From an optimization exercise on the open Yosys and OpenROAD flow, aimed at small area, a short achievable clock period and few clock cycles; shortcuts taken in it are not production practice. The RTL was checked by simulation tests, not by an equivalence proof against the original design. Power figures rest on the tool's default switching activity, not on a simulated workload.

Setup of job 7080:
// turf_dec
module turf_dec (
    input  wire       clk,
    input  wire       rst,         
    input  wire       start,       
    input  wire [6:0] width_m1,    
    input  wire       in_valid,
    input  wire [7:0] in_data,
    output wire       in_ready,
    output reg        out_valid,
    output reg  [7:0] out_data,
    output reg        out_last,    
    input  wire       out_ready,
    output wire       err
);
Settings: LEC_CHECK=0, ABC_CLOCK_PERIOD_IN_PS=2700, CAP_MARGIN=20, CORE_MARGIN=2, CORE_UTILIZATION=65, CTS_BUF_LIST=sky130_fd_sc_hd__clkbuf_16, CTS_CLUSTER_DIAMETER=100, CTS_CLUSTER_SIZE=30, PLACE_DENSITY=0.8, SLEW_MARGIN=20; clock period 8.0 ns.
standard.sh (not shown) runs the stock make flow with config.mk's settings and CLKGATE_MAP_FILE= SYNTH_SCRIPT=/design/flow/synth_recipe.tcl, a recipe that flattens the netlist after the stock synthesis.
==> flow/flow/run.sh <==
#!/bin/bash
# Standard layout, with timing repair aimed at a larger setup slack than
# config.mk's settings allow. Each tool's full output goes to its own log.
set -euo pipefail
bash standard.sh SETUP_SLACK_MARGIN=5.4 synth > make_synth.log 2>&1
bash standard.sh SETUP_SLACK_MARGIN=5.4 finish > make_finish.log 2>&1
Job 7080 finished every step from synthesis to the final layout, and the layout passed the timing, design-rule and antenna checks.
Testbench counts of job 7080, summed over its fixed seeds: cycles 66,280.
Edits applied to the flow inputs when going from job 7080 to job 1872:
Settings: changing CORE_UTILIZATION from 65 to 40; changing CTS_CLUSTER_DIAMETER from 100 to 60; changing ABC_CLOCK_PERIOD_IN_PS from 2700 to 3000; setting SETUP_SLACK_MARGIN to 5 for the first time; changing PLACE_DENSITY from 0.8 to 0.6.
==> flow/run.sh (new file) <==
#!/bin/bash
# synth_recipe.tcl (not shown) runs the flow's synth.tcl, then flattens the netlist and writes it again
# the make line also repeats each setting of config.mk as NAME=value (left out here)
make -C /OpenROAD-flow-scripts/flow DESIGN_CONFIG=/design/flow/config.mk WORK_HOME=/design/flow/orfs CLKGATE_MAP_FILE= SYNTH_SCRIPT=/design/flow/synth_recipe.tcl finish
removed: flow/flow/run.sh
removed: flow/standard.sh
Notes after the runs:
- Diff job 7080..job 1872 | net count after synthesis | unchanged
- Sequential share of layout area: job 1872 lower than job 7080
- On area used by sequential logic in the layout, job 1872 tracks job 7080 almost exactly.
- Worst clock skew on the final layout, job 7080 and job 1872: higher on job 1872
- Job 1872 against job 7080: internal portion of total power higher; time the final worst path needs with I/O delays and setup rose 0.17 ns; design area +2.4%.
#### Input delta (job 742 over job 1872)
Settings: clearing CTS_BUF_LIST, which used to be sky130_fd_sc_hd__clkbuf_16; clearing CTS_CLUSTER_SIZE, which used to be 30; clearing CTS_CLUSTER_DIAMETER, which used to be 60; swapping 3000 for 2700 in ABC_CLOCK_PERIOD_IN_PS; clearing SETUP_SLACK_MARGIN, which used to be 5.
==> flow/flow/run.sh (new file) <==
#!/bin/bash
# Standard layout, with timing repair aimed at a larger setup slack than
# config.mk's settings allow. Each tool's full output goes to its own log.
set -euo pipefail
bash standard.sh SETUP_SLACK_MARGIN=5.4 synth > make_synth.log 2>&1
bash standard.sh SETUP_SLACK_MARGIN=5.4 finish > make_finish.log 2>&1
==> flow/standard.sh (new file) <==
#!/bin/bash
# synth_recipe.tcl (not shown) runs the flow's synth.tcl, then flattens the netlist and writes it again
# the make line also repeats each setting of config.mk as NAME=value (left out here)
make -C /OpenROAD-flow-scripts/flow DESIGN_CONFIG=/design/flow/config.mk WORK_HOME=/design/flow/orfs CLKGATE_MAP_FILE= SYNTH_SCRIPT=/design/flow/synth_recipe.tcl "${@:-finish}"
removed: flow/run.sh
==> comparison <==
Job 1872 -> job 742: routed wire length increased by a few percent. Job 1872 has lower clock buffer instance count of the final layout than job 742. Of the two values seen for timing endpoint of the critical path, cval[3] was produced by job 1872 and out_data[1] by job 742. Job 742 vs job 1872 on critical path depth: job 742 is the lower one. Power: job 742 draws more than job 1872. Job 1872 → job 742: final area grew by 3.2%; portion of the clock cycle consumed by the worst path in the final layout shrank by 1.3 points; count of plain and timing-repair buffers grew by 82%; worst setup margin grew by 0.11 ns. Diff job 742..job 1872 | total global routing overflow | unchanged.
The following lists how job 2128 was set up differently from job 742:
Settings: CTS_BUF_LIST now sky130_fd_sc_hd__clkbuf_16, previously not set; CTS_CLUSTER_SIZE now 30, previously not set; PLACE_DENSITY now 0.7, was 0.6; CTS_CLUSTER_DIAMETER now 100, previously not set; CORE_UTILIZATION now 55, was 40.
==> comparison <==
- Compared with job 742, job 2128 shows a lower wire length.
- Job 2128 against job 742: total track usage saw an increase; achievable clock frequency grew by about 2.3%; reported combinational group power stayed essentially flat; final max-slew violation count now sits at about the same level.

========
## raven
Another version of the RTL of turf_dec (not shown whole).
For scale: ~2100 cells after synthesis, roughly 32 I/O pins, ~41000 um2 of cells after synthesis.
// turf_dec
module turf_dec (
    input  wire       clk,
    input  wire       rst,         
    input  wire       start,       
    input  wire [6:0] width_m1,    
    input  wire       in_valid,
    input  wire [7:0] in_data,
    output wire       in_ready,
    output reg        out_valid,
    output reg  [7:0] out_data,
    output reg        out_last,    
    input  wire       out_ready,
    output wire       err
);
Settings: LEC_CHECK=0, ABC_CLOCK_PERIOD_IN_PS=2700, CAP_MARGIN=20, CORE_MARGIN=2, CORE_UTILIZATION=55, CTS_BUF_LIST=sky130_fd_sc_hd__clkbuf_16, CTS_CLUSTER_DIAMETER=100, CTS_CLUSTER_SIZE=30, PLACE_DENSITY=0.7, SLEW_MARGIN=20; clock period 8.0 ns.
==> flow/flow/run.sh <==
#!/bin/bash
# Standard layout, with timing repair aimed at a larger setup slack than
# config.mk's settings allow. Each tool's full output goes to its own log.
set -euo pipefail
bash standard.sh SETUP_SLACK_MARGIN=5.25 synth > make_synth.log 2>&1
bash standard.sh SETUP_SLACK_MARGIN=5.25 finish > make_finish.log 2>&1
Looking at the reports, raven completed the entire flow and the layout it produced met the timing, design-rule and antenna checks.
Testbench counts of raven, summed over its fixed seeds: cycles 66,280.
[inputs] indigo vs raven
==> flow/flow/run.sh <==
#!/bin/bash
# Standard layout, with timing repair aimed at a larger setup slack than
# config.mk's settings allow, and a flatter clock tree. Each tool's full
# output goes to its own log.
set -euo pipefail
M=SETUP_SLACK_MARGIN=5.3
C="CTS_ARGS=-sink_clustering_enable -repair_clock_nets -sink_clustering_size 30 -sink_clustering_max_diameter 100 -buf_list sky130_fd_sc_hd__clkbuf_16 -root_buf sky130_fd_sc_hd__clkbuf_16 -sink_clustering_levels 1 -num_static_layers 1"
bash standard.sh $M "$C" synth > make_synth.log 2>&1
bash standard.sh $M "$C" finish > make_finish.log 2>&1
Notes after the runs:
Any difference in total power between raven and indigo is small enough to ignore. Changes observed in indigo relative to raven: total global routing track utilization saw an increase; first-pass GRT wire length saw an increase; area after synthesis saw little to no change. The number of optimization iterations in the first detailed-route pass of indigo exceeds that of raven by 2.
The following lists how garnet was set up differently from indigo:
- PLACE_DENSITY changed from 0.7 to 0.8
- ABC_CLOCK_PERIOD_IN_PS removed (was 2700)
- ABC_AREA newly set to 1
- CORE_UTILIZATION changed from 55 to 60
==> flow/flow/run.sh <==
#!/bin/bash
# Standard layout, with timing repair aimed at a larger setup slack than
# config.mk's settings allow and the pixel output ports kept on one edge.
# Each tool's full output goes to its own log.
set -euo pipefail
K=("SETUP_SLACK_MARGIN=5.3" "IO_CONSTRAINTS=$PWD/flow/io.tcl")
bash standard.sh "${K[@]}" synth > make_synth.log 2>&1
bash standard.sh "${K[@]}" finish > make_finish.log 2>&1
==> flow/flow/io.tcl (new file) <==
# Keep the pixel output port and its handshake together on the bottom edge.
set_io_pin_constraint -pin_names {out_valid out_ready out_last out_data[0] out_data[1] out_data[2] out_data[3] out_data[4] out_data[5] out_data[6] out_data[7]} -region bottom:*
[summary]
Total routed wirelength deteriorates in garnet relative to indigo.
garnet against indigo: final cell count has increased, highest cell delay on the worst timing path went down by 0.23 ns, total of clock buffers placed in the layout has decreased, post-layout utilization of the core shows an increase of 5.2 points, total power went down by about 2%.
compound AO/OA/AOI/OAI gates as the dominant combinational cell family by area after synthesis was reported by indigo, and simple AND/OR/NAND/NOR gates by garnet.
Going from indigo to garnet, the number of global-route vias before repair was found to have gone up by 494.
Looking at global routing's busiest layer, the met2 result is from garnet; the met1 one comes from indigo.
Compared with indigo, garnet shows a higher relative max-transition margin.
Here is what was changed in the inputs of willow compared with garnet.
- ABC_CLOCK_PERIOD_IN_PS newly set to 2000
- PLACE_DENSITY changed from 0.8 to 0.7
- ABC_AREA removed (was 1)
- CORE_UTILIZATION changed from 60 to 55
==> flow/flow/run.sh <==
#!/bin/bash
# Standard layout, with timing repair aimed at a larger setup slack than
# config.mk's settings allow. Each tool's full output goes to its own log.
set -euo pipefail
bash standard.sh SETUP_SLACK_MARGIN=5.3 synth > make_synth.log 2>&1
bash standard.sh SETUP_SLACK_MARGIN=5.3 finish > make_finish.log 2>&1
removed: flow/flow/io.tcl
- Comparing garnet against willow, there is no change at all in number of flops mapped to enable cells by yosys.
- For garnet, the busiest layer in global routing was met2, unlike willow, where it was met1.
- Looking at clock-buffer cell count, willow sits above garnet.
- Per the comparison of willow with garnet, number of core rows has increased, total number of vias fell by 437, total power went up by about 2%.
- willow vs garnet: reported clock group power up in willow
- Combinational share of power was lower in the run labelled garnet.
- Total non-filler cell area in the finished layout (lower): garnet
Input changes introduced in cedar (baseline for comparison: willow):
- ABC_CLOCK_PERIOD_IN_PS removed (was 2000)
- CTS_BUF_LIST changed from sky130_fd_sc_hd__clkbuf_16 to sky130_fd_sc_hd__clkbuf_8
- ABC_AREA newly set to 1
- CTS_CLUSTER_DIAMETER changed from 100 to 50
- CTS_CLUSTER_SIZE changed from 30 to 15
==> flow/flow/run.sh <==
#!/bin/bash
# Standard layout, with timing repair aimed at a larger setup slack than
# config.mk's settings allow and the pixel output ports kept on one edge.
# Each tool's full output goes to its own log.
set -euo pipefail
K=("SETUP_SLACK_MARGIN=5.3" "IO_CONSTRAINTS=$PWD/flow/io.tcl")
bash standard.sh "${K[@]}" synth > make_synth.log 2>&1
bash standard.sh "${K[@]}" finish > make_finish.log 2>&1
==> flow/flow/io.tcl (new file) <==
# Keep the pixel output port and its handshake together on the bottom edge.
set_io_pin_constraint -pin_names {out_valid out_ready out_last out_data[0] out_data[1] out_data[2] out_data[3] out_data[4] out_data[5] out_data[6] out_data[7]} -region bottom:*
## What came out
Fraction of layout instances using a drive strength above 1 for cedar is higher than for willow. The total met3 wirelength after detailed routing of cedar exceeds that of willow by about 4%. Changes observed in cedar relative to willow: multi-input gate share of the layout cell area has decreased; critical path data required time moved down. Compared with willow, in cedar worst setup slack now smaller; routed wire length now larger; via count now larger. Switching power of the nets, cedar vs willow: up by a little under 10%. Diff willow -> cedar: number of combinational gates with multiple inputs higher; largest stage delay on the critical path lost 0.23 ns; total power grew by 3.0%.
> inputs changed (cedar -> ember)
- CTS_CLUSTER_DIAMETER: 50 -> 100
- CTS_BUF_LIST: sky130_fd_sc_hd__clkbuf_8 -> sky130_fd_sc_hd__clkbuf_16
- CTS_CLUSTER_SIZE: 15 -> 30
==> flow/flow/run.sh <==
#!/bin/bash
# Standard layout, with timing repair aimed at a larger setup slack than
# config.mk's settings allow. Each tool's full output goes to its own log.
set -euo pipefail
bash standard.sh SETUP_SLACK_MARGIN=5.3 synth > make_synth.log 2>&1
bash standard.sh SETUP_SLACK_MARGIN=5.3 finish > make_finish.log 2>&1
removed: flow/flow/io.tcl
## What came out
ember reached the final stage; the timing, design-rule and antenna checks on its layout passed.
Fraction of layout instances using a drive strength above 1 was lower in ember than in cedar.
Comparing cedar and ember, the higher last weighted congestion value of the routability-driven placer is on cedar.
For the post-layout worst setup margin, ember came in 0.074 ns higher than cedar did.
Going from cedar to ember, the count of clock buffers in the final design was found to have gone down by about 55%.
Sequential share of cell area: ember vs cedar up 0.81 points

-- separate check: timing with driven ports --
The results above use ideal ports. As a check the final layouts listed here were re-extracted and re-timed, cells and wires unchanged. Step 1 sets driving cells, clkbuf_16 on the clock port and buf_2 on the other inputs (assumed; they add their load-dependent delay and slew). Step 2 also shifts input and output timing later by t, the mid clock arrival at the registers, as if the neighbouring blocks saw the same clock. Three values: no drivers, after step 1, after step 2; two values: the first two.
run	t (ns)	slack for setup (ns)	latest minus earliest clock arrival (ns)	worst slew at a driven data input, ns
job 7080	0.681	5.226 / 5.166 / 4.880	0.044 / 0.043	0.05
job 1872	0.718	5.059 / 5.026 / 4.379	0.054 / 0.054	0.04
job 742	0.743	5.165 / 5.102 / 4.692	0.066 / 0.066	0.05
job 2128	0.674	5.228 / 5.171 / 4.919	0.049 / 0.049	0.06
raven	0.694	5.229 / 5.166 / 4.643	0.037 / 0.037	0.17
indigo	0.685	5.235 / 5.178 / 4.682	0.046 / 0.046	0.16
garnet	0.678	5.267 / 5.208 / 4.676	0.041 / 0.041	0.06
willow	0.672	5.242 / 5.185 / 4.701	0.051 / 0.050	0.16
cedar	0.781	5.193 / 5.134 / 4.606	0.040 / 0.040	0.06
ember	0.684	5.267 / 5.206 / 4.730	0.027 / 0.027	0.04
After both steps every run listed still meets setup and hold. For job 1872, which loses most, drivers alone change the setup slack by -0.033 ns; drivers and shift together by -0.680 ns.
